This is an optimization exercise on Yosys and OpenROAD, whose aim is small area, a short achievable clock period and few clock cycles per item, not a production implementation.
Only simulation tests tie the RTL to the original design; equivalence was not proved.

**flow/run.sh**
```bash
#!/bin/bash
set -euo pipefail
W=$PWD
F=$W/flow
mkdir -p $W/mysynth

# ORFS's synth.tcl with only the ABC script swapped.
python3 - "$FLOW_HOME/scripts/synth.tcl" "$W/mysynth/synth.tcl" "$F/abc_map.script" <<'PY'
import sys
src, dst, script = sys.argv[1:]
s = open(src).read()
old = "  log_cmd abc {*}$abc_args\n"
assert s.count(old) == 1, "synth.tcl changed"
s = s.replace(old, "  set abc_args [lreplace $abc_args 1 1 %s]\n%s" % (script, old))
# With SYNTH_HIERARCHICAL 1 every module is kept through ABC, so the S-boxes
# and aes_mixark are mapped on their own; synth_recipe.tcl flattens after.
open(dst, "w").write(s)
PY
# The standard synthesis, in a folder of its own, for its register names.
line=$(grep '^make ' standard.sh)
ref=${line/WORK_HOME=$W\/orfs/WORK_HOME=$W/refsynth}
ref=${ref/\"\$\{@:-finish\}\"/synth}
grep -q "WORK_HOME=$W/refsynth" <<< "$ref"
echo "$ref" > $W/mysynth/make_refsynth.sh
bash $W/mysynth/make_refsynth.sh > $W/refsynth.log 2>&1
python3 - $W/refsynth/results/*/aes_cmac256/base/1_2_yosys.v $W/mysynth/regnames.txt <<'PY'
import re, sys
# register instances: name ends in $_<cell type>_
names = re.findall(r"^\s*sky130_fd_sc_hd__\w+\s+(\\?\S+\$_[A-Z0-9_]+_)\s", open(sys.argv[1]).read(), re.M)
open(sys.argv[2], "w").write("\n".join(names) + "\n")
PY

grep -q 'source $::env(SCRIPTS_DIR)/synth.tcl' synth_recipe.tcl
sed "s#source \$::env(SCRIPTS_DIR)/synth.tcl#source $W/mysynth/synth.tcl#" synth_recipe.tcl > $W/mysynth/synth_recipe.tcl
python3 - $W/mysynth/synth_recipe.tcl $F/match_names.tcl <<'PY'
import sys
p, add = sys.argv[1:]
s = open(p).read()
old = "write_verilog -noattr"
assert s.count(old) == 1
s = s.replace(old, "source %s\n%s" % (add, old))
open(p, "w").write(s)
PY

# standard.sh's make command, with that script, for the synth target only.
line=$(grep '^make ' standard.sh)
line=${line/SYNTH_SCRIPT=$W\/synth_recipe.tcl/SYNTH_SCRIPT=$W/mysynth/synth_recipe.tcl}
line=${line/\"\$\{@:-finish\}\"/synth}
line="$line SYNTH_HIERARCHICAL=1"
grep -q "SYNTH_SCRIPT=$W/mysynth/synth_recipe.tcl" <<< "$line"
echo "$line" > $W/mysynth/make_synth.sh
bash $W/mysynth/make_synth.sh > $W/synth.log 2>&1

export BUFFER_PORTS_ARGS="-buffer_cell sky130_fd_sc_hd__buf_1"
bash standard.sh > $W/layout.log 2>&1
test -f out/final.def
```
**flow/abc_map.script**
```
strash
&get -n
&fraig -x
&put
scorr
dc2
strash
&get -n
&dch -f
&nf
&put
buffer -c
topo
stime -c
upsize -c
dnsize -c
```
**flow/match_names.tcl**
```tcl
# Give each register the name the standard synthesis gives it, where the two
# differ only in the $_<cell type>_ suffix Yosys appends (the enable
# polarity it happened to pick). Reads mysynth/regnames.txt.
set f [open [file join [file dirname [info script]] .. mysynth regnames.txt]]
set ref [split [string trim [read $f]] "\n"]
close $f
set by_base [dict create]
foreach n $ref {
  set n [string trimleft $n "\\"]
  regexp {^(.*)\$_[A-Z0-9_]+_$} $n -> base
  dict set by_base $base $n
}
foreach c [split [string trim [tee -q -s result.string select -list t:sky130_fd_sc_hd__*df*]] "\n"] {
  set c [lindex [split $c "/"] end]
  if {![regexp {^(.*)\$_[A-Z0-9_]+_$} $c -> base]} continue
  if {![dict exists $by_base $base]} continue
  set want [dict get $by_base $base]
  if {$want ne $c} {
    puts "register $c takes the standard name $want"
    yosys cd $::env(DESIGN_NAME)
    yosys rename "$c" "$want"
    yosys cd ..
  }
}
```
**standard.sh**
```bash
#!/bin/bash
# synth_recipe.tcl (not shown) runs the flow's synth.tcl, then flattens the netlist and writes it again
# the make line also repeats each setting of config.mk as NAME=value (left out here)
make -C /OpenROAD-flow-scripts/flow DESIGN_CONFIG=/design/flow/config.mk WORK_HOME=/design/flow/orfs CLKGATE_MAP_FILE= SYNTH_SCRIPT=/design/flow/synth_recipe.tcl "${@:-finish}"
```
**config.mk**
```make
export PLATFORM = sky130hd
export DESIGN_NAME = aes_cmac256
export DESIGN_NICKNAME = aes_cmac256
export VERILOG_FILES = /design/flow/design.v
export SDC_FILE = /design/flow/constraint.sdc
export NUM_CORES = 4
export LEC_CHECK = 0
export CAP_MARGIN = 20
export CORE_MARGIN = 2
export CORE_UTILIZATION = 50
export CTS_BUF_LIST = sky130_fd_sc_hd__clkbuf_8
export PLACE_DENSITY = 0.8
export SETUP_SLACK_MARGIN = 3
export SLEW_MARGIN = 20
```
**constraint.sdc**
```tcl
create_clock -name core_clock -period 9.0 [get_ports {clk}]
set_input_delay 1.8000 -clock core_clock [delete_from_list [all_inputs] [get_ports {clk}]]
set_output_delay 1.8000 -clock core_clock [all_outputs]
set_load 0.01 [all_outputs]
```
**design.v**
```verilog
module aes_sbox (
  input  wire [7:0] a,
  output wire [7:0] y
);
  wire U0, U1, U2, U3, U4, U5, U6, U7;
  assign U0 = a[7];
  assign U1 = a[6];
  assign U2 = a[5];
  assign U3 = a[4];
  assign U4 = a[3];
  assign U5 = a[2];
  assign U6 = a[1];
  assign U7 = a[0];
  wire T1, T2, T3, T4, T5, T6, T7, T8, T9, T10, T11, T12, T13, T14, T15, T16, T17, T18, T19, T20, T21, T22, T23, T24, T25, T26, T27, M1, M2, M3, M4, M5, M6, M7, M8, M9, M10, M11, M12, M13, M14, M15, M16, M17, M18, M19, M20, M21, M22, M23, M24, M25, M26, M27, M28, M29, M30, M31, M32, M33, M34, M35, M36, M37, M38, M39, M40, M41, M42, M43, M44, M45, M46, M47, M48, M49, M50, M51, M52, M53, M54, M55, M56, M57, M58, M59, M60, M61, M62, M63, L0, L1, L2, L3, L4, L5, L6, L7, L8, L9, L10, L11, L12, L13, L14, L15, L16, L17, L18, L19, L20, L21, L22, L23, L24, L25, L26, L27, L28, L29, S0, S1, S2, S3, S4, S5, S6, S7;
  assign T1 = U0 ^ U3;
  assign T2 = U0 ^ U5;
  assign T3 = U0 ^ U6;
  assign T4 = U3 ^ U5;
  assign T5 = U4 ^ U6;
  assign T6 = T1 ^ T5;
  assign T7 = U1 ^ U2;
  assign T8 = U7 ^ T6;
  assign T9 = U7 ^ T7;
  assign T10 = T6 ^ T7;
  assign T11 = U1 ^ U5;
  assign T12 = U2 ^ U5;
  assign T13 = T3 ^ T4;
  assign T14 = T6 ^ T11;
  assign T15 = T5 ^ T11;
  assign T16 = T5 ^ T12;
  assign T17 = T9 ^ T16;
  assign T18 = U3 ^ U7;
  assign T19 = T7 ^ T18;
  assign T20 = T1 ^ T19;
  assign T21 = U6 ^ U7;
  assign T22 = T7 ^ T21;
  assign T23 = T2 ^ T22;
  assign T24 = T2 ^ T10;
  assign T25 = T20 ^ T17;
  assign T26 = T3 ^ T16;
  assign T27 = T1 ^ T12;
  assign M1 = T13 & T6;
  assign M2 = T23 & T8;
  assign M3 = T14 ^ M1;
  assign M4 = T19 & U7;
  assign M5 = M4 ^ M1;
  assign M6 = T3 & T16;
  assign M7 = T22 & T9;
  assign M8 = T26 ^ M6;
  assign M9 = T20 & T17;
  assign M10 = M9 ^ M6;
  assign M11 = T1 & T15;
  assign M12 = T4 & T27;
  assign M13 = M12 ^ M11;
  assign M14 = T2 & T10;
  assign M15 = M14 ^ M11;
  assign M16 = M3 ^ M2;
  assign M17 = M5 ^ T24;
  assign M18 = M8 ^ M7;
  assign M19 = M10 ^ M15;
  assign M20 = M16 ^ M13;
  assign M21 = M17 ^ M15;
  assign M22 = M18 ^ M13;
  assign M23 = M19 ^ T25;
  assign M24 = M22 ^ M23;
  assign M25 = M22 & M20;
  assign M26 = M21 ^ M25;
  assign M27 = M20 ^ M21;
  assign M28 = M23 ^ M25;
  assign M29 = M28 & M27;
  assign M30 = M26 & M24;
  assign M31 = M20 & M23;
  assign M32 = M27 & M31;
  assign M33 = M27 ^ M25;
  assign M34 = M21 & M22;
  assign M35 = M24 & M34;
  assign M36 = M24 ^ M25;
  assign M37 = M21 ^ M29;
  assign M38 = M32 ^ M33;
  assign M39 = M23 ^ M30;
  assign M40 = M35 ^ M36;
  assign M41 = M38 ^ M40;
  assign M42 = M37 ^ M39;
  assign M43 = M37 ^ M38;
  assign M44 = M39 ^ M40;
  assign M45 = M42 ^ M41;
  assign M46 = M44 & T6;
  assign M47 = M40 & T8;
  assign M48 = M39 & U7;
  assign M49 = M43 & T16;
  assign M50 = M38 & T9;
  assign M51 = M37 & T17;
  assign M52 = M42 & T15;
  assign M53 = M45 & T27;
  assign M54 = M41 & T10;
  assign M55 = M44 & T13;
  assign M56 = M40 & T23;
  assign M57 = M39 & T19;
  assign M58 = M43 & T3;
  assign M59 = M38 & T22;
  assign M60 = M37 & T20;
  assign M61 = M42 & T1;
  assign M62 = M45 & T4;
  assign M63 = M41 & T2;
  assign L0 = M61 ^ M62;
  assign L1 = M50 ^ M56;
  assign L2 = M46 ^ M48;
  assign L3 = M47 ^ M55;
  assign L4 = M54 ^ M58;
  assign L5 = M49 ^ M61;
  assign L6 = M62 ^ L5;
  assign L7 = M46 ^ L3;
  assign L8 = M51 ^ M59;
  assign L9 = M52 ^ M53;
  assign L10 = M53 ^ L4;
  assign L11 = M60 ^ L2;
  assign L12 = M48 ^ M51;
  assign L13 = M50 ^ L0;
  assign L14 = M52 ^ M61;
  assign L15 = M55 ^ L1;
  assign L16 = M56 ^ L0;
  assign L17 = M57 ^ L1;
  assign L18 = M58 ^ L8;
  assign L19 = M63 ^ L4;
  assign L20 = L0 ^ L1;
  assign L21 = L1 ^ L7;
  assign L22 = L3 ^ L12;
  assign L23 = L18 ^ L2;
  assign L24 = L15 ^ L9;
  assign L25 = L6 ^ L10;
  assign L26 = L7 ^ L9;
  assign L27 = L8 ^ L10;
  assign L28 = L11 ^ L14;
  assign L29 = L11 ^ L17;
  assign S0 = L6 ^ L24;
  assign S1 = ~(L16 ^ L26);
  assign S2 = ~(L19 ^ L28);
  assign S3 = L6 ^ L21;
  assign S4 = L20 ^ L22;
  assign S5 = L25 ^ L29;
  assign S6 = ~(L13 ^ L27);
  assign S7 = ~(L6 ^ L23);
  assign y = {S0, S1, S2, S3, S4, S5, S6, S7};
endmodule
module aes_cmac256 (
  input  wire         clk,
  input  wire         rst,         
  output wire         in_ready,    
  input  wire         key_valid,
  input  wire [255:0] key,
  input  wire         blk_valid,
  input  wire [127:0] blk_data,
  input  wire         blk_last,
  input  wire [4:0]   blk_len,     
  output reg          tag_valid,
  output wire [127:0] tag
);
  reg [255:0] key_r;      
  reg [127:0] k1;         
  reg [127:0] st;         
  reg [255:0] kw;         
  reg [3:0]   rnd;        
  reg         busy;       
  reg         kstart;     
  reg         is_sub;     
  reg         is_last;    
  wire fin = busy && (rnd == 4'd14);
  wire can_blk = !kstart && (!busy || (fin && !is_last && !is_sub));
  wire can_key = !kstart && (!busy || is_last);
  assign in_ready = key_valid ? can_key : can_blk;
  wire hs_key = key_valid && in_ready;
  wire hs_blk = blk_valid && in_ready;
  assign tag = st;
  function automatic [127:0] dbl(input [127:0] x);
    dbl = {x[126:0], 1'b0} ^ (x[127] ? 128'h87 : 128'h0);
  endfunction
  function automatic [127:0] pad_block(input [127:0] d, input [4:0] len);
    integer i;
    begin
      for (i = 0; i < 16; i = i + 1) begin
        if (i < len)
          pad_block[127-8*i -: 8] = d[127-8*i -: 8];
        else if (i == len)
          pad_block[127-8*i -: 8] = 8'h80;
        else
          pad_block[127-8*i -: 8] = 8'h00;
      end
    end
  endfunction
  wire [127:0] sb;
  genvar g;
  generate
    for (g = 0; g < 16; g = g + 1) begin : g_sbox
      aes_sbox u_sbox (.a(st[127-8*g -: 8]), .y(sb[127-8*g -: 8]));
    end
  endgenerate
  wire [127:0] sr;
  generate
    for (g = 0; g < 16; g = g + 1) begin : g_shift
      localparam integer R = g % 4;
      localparam integer C = g / 4;
      localparam integer SRC = R + 4 * ((C + R) % 4);
      assign sr[127-8*g -: 8] = sb[127-8*SRC -: 8];
    end
  endgenerate
  wire [127:0] rk      = kw[127:0];
  wire [127:0] mid_out;              
  generate
    for (g = 0; g < 4; g = g + 1) begin : g_mix
      aes_mixark u_mix (.c(sr[127-32*g -: 32]), .k(rk[127-32*g -: 32]),
                        .y(mid_out[127-32*g -: 32]));
    end
  endgenerate
  wire [127:0] fin_out = sr ^ rk;    
  wire [31:0] last_w = kw[31:0];
  wire        rot    = rnd[0];     
  wire [31:0] sub_in = rot ? {last_w[23:0], last_w[31:24]} : last_w;
  wire [31:0] sub_out;
  generate
    for (g = 0; g < 4; g = g + 1) begin : g_ksbox
      aes_sbox u_sbox (.a(sub_in[31-8*g -: 8]), .y(sub_out[31-8*g -: 8]));
    end
  endgenerate
  reg [7:0] rcon;
  always @(*) begin
    case (rnd)
      4'd1:  rcon = 8'h01;
      4'd3:  rcon = 8'h02;
      4'd5:  rcon = 8'h04;
      4'd7:  rcon = 8'h08;
      4'd9:  rcon = 8'h10;
      4'd11: rcon = 8'h20;
      4'd13: rcon = 8'h40;
      default: rcon = 8'h00;
    endcase
  end
  wire [31:0] p0 = kw[255:224];
  wire [31:0] p1 = p0 ^ kw[223:192];
  wire [31:0] p2 = p1 ^ kw[191:160];
  wire [31:0] p3 = p2 ^ kw[159:128];
  wire [31:0] n0, n1, n2, n3;
  aes_ks_tail u_ks_tail (.s(sub_out), .rcon(rcon), .p({p0, p1, p2, p3}),
                         .n({n0, n1, n2, n3}));
  wire         full_blk = (blk_len == 5'd16);
  wire         use_k1   = blk_last && full_blk;
  wire         use_k2   = blk_last && !full_blk;
  wire [127:0] p_blk    = blk_last ? pad_block(blk_data, blk_len) : blk_data;
  wire [127:0] k2       = dbl(k1);
  wire [127:0] mask_r   = (use_k1 ? k1 : 128'h0) ^ (use_k2 ? k2 : 128'h0);
  wire [127:0] in_base  = p_blk ^ key_r[255:128];
  wire         chain_ok = !is_sub && !is_last;
  wire [127:0] chain_v  = fin ? fin_out : (chain_ok ? st : 128'h0);
  wire [127:0] blk_in   = chain_v ^ mask_r ^ in_base;
  wire run = busy && !fin;    
  always @(posedge clk) begin
    tag_valid <= 1'b0;
    if (rst) begin
      busy    <= 1'b0;
      kstart  <= 1'b0;
      is_last <= 1'b1;
    end else begin
      if (hs_key)
        kstart <= 1'b1;
      else if (!busy)
        kstart <= 1'b0;
      busy      <= run || (kstart && !busy) || hs_blk;
      tag_valid <= fin && is_last && !is_sub;
      if (kstart && !busy) begin
        is_sub  <= 1'b1;
        is_last <= 1'b0;
      end else if (hs_blk) begin
        is_sub  <= 1'b0;
        is_last <= blk_last;
      end
    end
  end
  always @(posedge clk) begin
    if (hs_key)
      key_r <= key;
    if (fin && is_sub)
      k1 <= dbl(fin_out);
    if (run) begin
      kw  <= {kw[127:0], n0, n1, n2, n3};
      rnd <= rnd + 4'd1;
    end else begin
      kw  <= key_r;
      rnd <= 4'd1;
    end
    if (run)
      st <= mid_out;
    else if (hs_blk)
      st <= blk_in;
    else if (kstart && !busy)
      st <= key_r[255:128];           
    else if (fin)
      st <= fin_out;
  end
endmodule
module aes_mixark (
  input  wire [31:0] c,    
  input  wire [31:0] k,    
  output wire [31:0] y
);
  function automatic [7:0] xtime(input [7:0] b);
    xtime = {b[6:0], 1'b0} ^ (b[7] ? 8'h1b : 8'h00);
  endfunction
  wire [7:0] a0 = c[31:24], a1 = c[23:16], a2 = c[15:8], a3 = c[7:0];
  assign y[31:24] = xtime(a0) ^ xtime(a1) ^ a1 ^ a2 ^ a3 ^ k[31:24];
  assign y[23:16] = a0 ^ xtime(a1) ^ xtime(a2) ^ a2 ^ a3 ^ k[23:16];
  assign y[15:8]  = a0 ^ a1 ^ xtime(a2) ^ xtime(a3) ^ a3 ^ k[15:8];
  assign y[7:0]   = xtime(a0) ^ a0 ^ a1 ^ a2 ^ xtime(a3) ^ k[7:0];
endmodule
module aes_ks_tail (
  input  wire [31:0]  s,       
  input  wire [7:0]   rcon,
  input  wire [127:0] p,       
  output wire [127:0] n
);
  wire [31:0] t = s ^ {rcon, 24'h0};
  assign n = p ^ {t, t, t, t};
endmodule
```
==> results of run 1 <==
-- sequential cells by signal (all words and copies together), names as in the netlist --
name,cells
is_sub,1
rnd,4
key_r,256
busy,1
kw,256
is_last,1
tag_valid,1
st,128
k1,128
kstart,1
-- metal layers --
metal	global-route usage, %	share of wire (%)	up-vias
li1	-	-	24620
met1	48.29	38	26570
met2	52.39	41	3818
met3	11.28	14	785
met4	21.98	7.0	18
met5	0	0.035	-
-- modules after synthesis, one instance, submodules excluded --
module       flops+latches  cell area, µm²  times used
aes_cmac256            777           37300           1
aes_ks_tail              0            1692           1
aes_mixark               0            1358           4
aes_sbox                 0            1166          20
-- cell type report --
class                           instances  area [µm²]  share of cell area [%]
Clock inverter                        102       762.0                  0.9969
Clock buffer                          167        2298                   3.007
Inverter                              190       713.2                  0.9331
Timing Repair Buffer                  755        3837                   5.021
Tap cell                             1781        2228                   2.916
Antenna cell                           10       25.02                 0.03274
Multi-Input combinational cell       5788       45870                   60.02
Sequential cell                       777       20690                   27.07
-- cells in the final DEF, fill, tap and decap left out, types with 22 or more instances in the layout --
cell         n
xor3_1      57
nor2_1     427
mux2_2      32
o21ai_0    247
xnor3_2     47
clkbuf_8   167
and2b_2     40
o21ai_1    117
nand3_1    102
xnor3_1     45
a22oi_2     47
dfxtp_1    263
xor2_4      43
nand2b_1    22
xnor2_2    145
ha_1        43
xnor2_1   1352
a22oi_1     84
and2_1      23
edfxtp_1   513
o221ai_1    39
nand2_1   1117
a21oi_1    295
a211oi_1    22
buf_1      523
xor2_1     837
xor2_2      84
inv_1      242
xnor2_4     30
a31oi_1    103
buf_4      221
and2_4      24
nand2_2     60
-- kinds of logic (layout without fill, tap and decap cells) --
logic type | count (synthesis) | count (layout)
AND/OR/NAND/NOR | 1906 | 1906
adder cells (fa/ha/maj) | 43 | 43
other | 1 | 14
XOR/XNOR | 2659 | 2659
AO/OA/AOI/OAI | 1124 | 1124
buffers and inverters | 612 | 1214
multiplexers | 52 | 52
flip-flops | 777 | 777
-- per-stage QoR --
step                hold slack, ns  worst slack [ns]  utilization [%]  cells  cell area, µm²
finish                      0.4178             3.071            56.63   9570           76430
floorplan                   0.4152             3.558                -   7177           67750
CTS                         0.4145             2.852            55.12   9442           74390
global route                0.4550             2.937            56.62   9564           76420
global placement            0.4310             2.254            52.18   9152           70420
detailed placement          0.4363             2.519            52.20   9152           70450
-- critical path, stage by stage (launching register included) --
cell and delay, ns:
edfxtp_1 0.52, xor2_4 0.33, xor2_2 0.30, xnor2_1 0.17, ha_1 0.21, xor2_2 0.25, xnor3_2 0.54, nand2_2 0.17
a2bb2oi_1 0.36, mux2i_1 0.40, nand2_2 0.16, xnor2_4 0.25, xnor2_1 0.18, xnor2_2 0.57, xor2_1 0.43, xnor2_1 0.21
xnor3_1 0.35, nor2_1 0.13, a21oi_1 0.06
-- synth_stat cells (all sizes together) (4+ instances only) --
cell type	number
and4	22
a22o	23
nand3	102
o221ai	40
o21ai	364
xor3	76
ha	43
dfxtp	264
o22ai	20
xnor3	92
nor2	448
and2b	40
a32oi	7
a31oi	103
clkbuf	173
buf	249
mux2i	20
a22oi	131
a21oi	295
a211oi	42
a21boi	21
nand2b	23
and2	47
o211a	20
a2bb2oi	21
edfxtp	513
nor3b	24
nand2	1179
nor2b	4
xor2	964
mux2	32
inv	190
xnor2	1527
o211ai	32
-- worst paths after layout --
check,startpoint,to,slack (ns),cells after the start
worst min register to register,key_r[48],kw[48],0.42,2
worst max register to register,st[7],st[100],3.07,18
worst max-delay path,st[7],st[100],3.07,18
worst min-delay path,key_r[48],kw[48],0.42,2
-- timing repair --
| item | in CTS | in global routing |
|---|---|---|
| setup buffers | 21 | 118 |
| pin swaps | 2 | 34 |
| gates resized for setup | 92 | 146 |
| endpoints found under the setup margin | 111 | 242 |
==> run_results.csv, run 1 <==
group,metric,value,unit
status,status,"no timing/DRC/antenna violations",
synth,synth_fa_ha_area_share,0.7942,%
synth,ys_types,70,
die,initial_utilization,50.19,%
synth,async_flop_share,0,%
sta,fin_crit,5.929,ns
synth,synth-warning-count,8,
cts,clockBufferDepth,3,
sta,finalSetupViolations,0,
cts,clock-sinks,777,
synth,synth_edf_count,513,
sta,worst_pin_slew,1.180,ns
sta,rsz0062_at_grt,"yes",
worst_setup_path,critPathMaxFanout,6,
cts,clk_latency,0.93,ns
finish,syn2layout_area_growth,12.83,%
job,cap_violations,0,
drt,drtAntennaViolNets,0,
drt,vias,55810,
synth,yosysTopAreaCell,"edfxtp_1",
sta,tns,0,ns
global_route,grt_pass1_vias,52560,
min_path,hp-class,"flip-flop to flip-flop",
drt,drt_iter0_markers,7869,
worst_setup_path,worstPathArrival,6.55,ns
synth,synthMuxAreaShare,0.8275,%
placed_design,numPortBuffers,523,
synth,synth_top_area_share,22.74,%
synth,netlist_top_cells_area,"edfxtp_1, xnor2_1, xor2_1",
synth,netlist_area,67740,µm²
worst_setup_path,required,9.62,ns
finish,fillers,11690,
sta,max_freq,0.1687,GHz
synth,synthCells,7174,
drt,drt_wl_total,262300,µm
sta,finalCritPeriodShare,65.88,%
global_route,antenna_found_initial,16,
synth,syn_area_per_cell,9.442,µm²
cts,hold_buffers,0,
synth,yosys.area_share.simple,12.31,%
worst_setup_path,end_kind,"flip-flop",
synth,ys_ff_latch,777,
sta,slew_viol_final,0,
cts,cts_buffers,145,
drt,drc,0,
die,core,135000,µm²
cts,cts_tree,"done",
finish,drive_above_1_share,14.89,%
die,num_io_pins,524,
synth,yosys_most_used_dff,"edfxtp_1",
die,design.die.area,138400,µm²
placed_design,gp_congestion,1.023,
worst_setup_path,critical_path_class,"flip-flop to flip-flop",
die,die_h,372.1,µm
global_route,grt_overflow,0,
finish,fin_nets,8094,
global_route,track_usage,36.60,%
die,rows,135,
die,die_w,372.1,µm
worst_setup_path,startpoint_type,"flip-flop",
sta,maxSlewHeadroom,20.74,%
synth,synth-compound-area-share,10.95,%
drt,drt_first_pass_iters,8,
synth,synth_xor_xnor_area_share,39.98,%
synth,synth_top_family_by_area,"XOR/XNOR gates",
sta,fin_skew,0.07405,ns
placed_design,dp_hpwl,202900,µm
drt,viasPerCell,5.832,
drt,wl_per_cell,27.41,µm
cts,clk_pin_slew,0.06,ns
synth,ys_seq_area_share,30.54,%
global_route,grt_max_degree,160,
global_route,grt_pass1_wl,365200,µm
sta,hold_violations,0,
cts,htreeDepth,4,
cts,root_buffer,"clkbuf_8",
Testbench counts, summed over its fixed seeds: cycles 10,116, blocks 637.
==> inputs of run 2 (changes only) <==
==> flow/abc_map.script (replaced) <==
strash
&get -n
&fraig -x
&put
scorr
dc2
strash
&get -n
&dch -f
&nf -R 1000
&put
buffer -c
topo
upsize -c
dnsize -c
==> run_results.csv, run 2 <==
group,metric,value,unit
die,design.die.area,134400,µm²
global_route,grt_overflow,0,
cts,cts_tree,"done",
synth,yosysTopAreaCell,"edfxtp_1",
finish,fillers,11610,
worst_setup_path,worst-path-stages,24,
min_path,hp-class,"flip-flop to flip-flop",
drt,wl_met2,102400,µm
synth,synth_top_area_share,23.43,%
synth,synthTopCellsByCount,"xnor2_1, nand2_1, xor2_1, edfxtp_1, nor2_1",
worst_setup_path,slowest_stage,"edfxtp_1",
synth,netlist_area,65740,µm²
drt,top_layer_used,"met5",
die,die_w,366.6,µm
cts,cts_buffers,143,
placed_design,gp_congestion,1.026,
drt,drtAntennaViolNets,0,
finish,final_core_util,56.50,%
finish,layout.cells.most_common,"xnor2_1",
worst_setup_path,required,9.69,ns
sta,fin_skew,0.05935,ns
synth,synth_edf_count,513,
worst_setup_path,startpoint_type,"flip-flop",
sta,max_freq,0.1682,GHz
global_route,antenna_found_initial,15,
synth,synthCells,7279,
sta,fin_crit,5.946,ns
global_route,track_usage,35.63,%
drt,wl_met3,31520,µm
worst_setup_path,end_kind,"flip-flop",
drt,drt_iter0_markers,7800,
sta,finalCritPeriodShare,66.07,%
synth,syn_area_per_cell,9.031,µm²
worst_setup_path,reg2reg_depth,24,
finish,top_regs,"key_r: 256 flops, kw: 256 flops",
synth,async_flop_share,0,%
synth,ys_types,53,
drt,viasPerCell,5.682,
worst_setup_path,worst-path-buf-inv,3,
synth,ys_seq_area_share,31.47,%
placed_design,numPortBuffers,523,
die,core,131000,µm²
finish,fin_nets,8158,
synth,netlist_top_cells_area,"edfxtp_1, xnor2_1, xor2_1",
synth,yosysMostFrequentCell,"xnor2_1",
synth,synth-warning-count,8,
global_route,grt_pass1_wl,352800,µm
worst_setup_path,max_stage_delay,0.67,ns
cts,clk_latency,0.94,ns
cts,clockBufferDepth,3,
worst_setup_path,critPathMaxFanout,7,
worst_setup_path,worstPathArrival,6.64,ns
sta,worst_pin_slew,1.160,ns
finish,drive_above_1_share,13.69,%
cts,clock-sinks,777,
drt,wl_per_cell,25.84,µm
sta,rsz0062_at_grt,"yes",
synth,ys_ff_latch,777,
sta,slew_viol_final,0,
finish,mostFrequentLayoutCells,"xnor2_1, nand2_1, xor2_1",
drt,vias,54580,
worst_setup_path,critical_path_class,"flip-flop to flip-flop",
status,status,"no timing/DRC/antenna violations",
drt,drt_first_pass_iters,6,
die,num_io_pins,524,
finish,syn2layout_area_growth,12.57,%
die,rows,133,
worst_setup_path,critical_path.cell_chain,"xor2_2 > xor2_2 > xnor2_1 > inv_1 > ha_1 > xor2_2 > xnor2_1 > xnor2_2 > buf_4 > nand2_1 > a21oi_2 > nor2_1 > mux2_4 > nand2_2 > xnor2_4 > xor2_4 > xnor2_1 > xnor2_2 > buf_4 > xor2_1 > xnor2_1 > xnor2_1 > nor2_1 > a21oi_1",
cts,hold_buffers,0,
job,cap_violations,0,
sta,maxSlewHeadroom,21.95,%
die,initial_utilization,50.20,%
sta,hold_violations,0,
cts,root_buffer,"clkbuf_8",
worst_setup_path,cp_top_family,"XOR/XNOR gates",
drt,wl_met1,94610,µm
synth,yosys_most_used_dff,"edfxtp_1",
worst_setup_path,cpMostUsedCell,"xnor2_1",
cts,htreeDepth,4,
sta,finalSetupViolations,0,
cts,clk_pin_slew,0.06,ns
placed_design,dp_hpwl,192100,µm
global_route,grt_pass1_vias,52310,
die,die_h,366.6,µm
min_path,min_path_cells,2,
sta,tns,0,ns
global_route,grt_max_degree,162,
drt,drt_wl_total,248200,µm
drt,drc,0,
## run 2: cell types whose count changed after synthesis, sizes merged, moves of 33 or more
cell	delta
xnor2	+284
nand2	+136
xnor3	-92
nor2	+79
xor3	-76
a31oi	-70
a21oi	+68
o21ai	-47
and2	-44
o221ai	-40
and2b	-39
inv	+39
xor2	-33
## run 2: worst paths after layout
check | startpoint | to | slack (ns)
max | st[73] | st[19] | 3.05
min | key_r[26] | kw[26] | 0.44
max reg2reg | st[73] | st[19] | 3.05
min reg2reg | key_r[26] | kw[26] | 0.44
## run 2: what timing repair did
action,CTS,global route
buffers inserted,6,102
resized for setup,36,159
endpoints found under the setup margin,68,209
pin swaps,2,38
## run 2: cell families after synthesis
group	synth area share [%]
xor gates and xnor gates	40.43
buffers and inverters	4.775
AOI/OAI and AO/OA	8.331
adders and majority gates	0.8184
muxes	1.005
other	0.005704
and+or+nand+nor	13.17
DFF	31.47
## run 2: through the flow
step                      instance area [µm²]  hold WS, ns  instances  setup slack (ns)
after floorplan                         65750       0.4152       7279             3.625
after global placement                  68360       0.4220       9223             2.547
after detailed placement                68400       0.4280       9223             2.573
after CTS                               71770       0.4417       9497             2.897
after global routing                    73990       0.4562       9602             2.889
final                                   74000       0.4394       9606             3.054
## run 2: layer usage
| metal | GRT usage (%) | up-vias |
|---|---|---|
| met5 | 0 | - |
| met4 | 22.81 | 12 |
| met3 | 10.71 | 810 |
| met2 | 51.32 | 3655 |
| met1 | 46.36 | 25880 |
| li1 | - | 24220 |
## run 2: area by class of cell
| class | count | area (µm²) | area share (%) |
|---|---|---|---|
| diodes | 7 | 17.52 | 0.02367 |
| clock buffers | 166 | 2285 | 3.087 |
| clock inverters | 102 | 762.0 | 1.030 |
| inverters | 230 | 863.3 | 1.167 |
| multi-input cells | 5863 | 43730 | 59.10 |
| flip-flops and latches | 777 | 20690 | 27.96 |
| well taps | 1755 | 2196 | 2.967 |
| repair buffers | 706 | 3453 | 4.667 |
## run 2: worst reg2reg max path: stages (launching register included)
cell      delay [ns]
edfxtp_1        0.67
xor2_2          0.33
xor2_2          0.35
xnor2_1         0.22
inv_1           0.08
ha_1            0.24
xor2_2          0.21
xnor2_1         0.28
xnor2_2         0.15
buf_4           0.17
nand2_1         0.10
a21oi_2         0.25
nor2_1          0.12
mux2_4          0.29
nand2_2         0.13
xnor2_4         0.19
xor2_4          0.31
xnor2_1         0.21
xnor2_2         0.14
buf_4           0.17
xor2_1          0.27
xnor2_1         0.13
xnor2_1         0.25
nor2_1          0.13
a21oi_1         0.36
## run 2: Yosys stat by module, one instance, submodules excluded
module	times used	area (µm²)	flip-flops and latches
aes_cmac256	1	37110	777
aes_ks_tail	1	1251	0
aes_sbox	20	1097	0
aes_mixark	4	1359	0

-- separate check: timing with driven ports --
Ports are ideal in the flow. The routed layouts listed here were re-timed in OpenROAD.
Step 1 assumes that a clkbuf_16 drives the clock port and a buf_2 every other input.
Step 2 also shifts input and output timing later by t, the mid clock arrival at the registers, as if the neighbouring blocks saw the same clock.
a / b / c = ideal / step 1 / step 2; a / b = the first two.
| run | t (ns) | setup WS [ns] | worst hold slack (ns) | worst data-port slew with drivers (ns) |
|---|---|---|---|---|
| run 1 | 0.976 | 3.071 / 3.071 / 3.071 | 0.418 / 0.418 / 0.418 | 0.28 |
| run 2 | 0.979 | 3.054 / 3.054 / 3.054 | 0.439 / 0.439 / 0.439 | 0.20 |
After both steps every run listed still meets setup and hold.
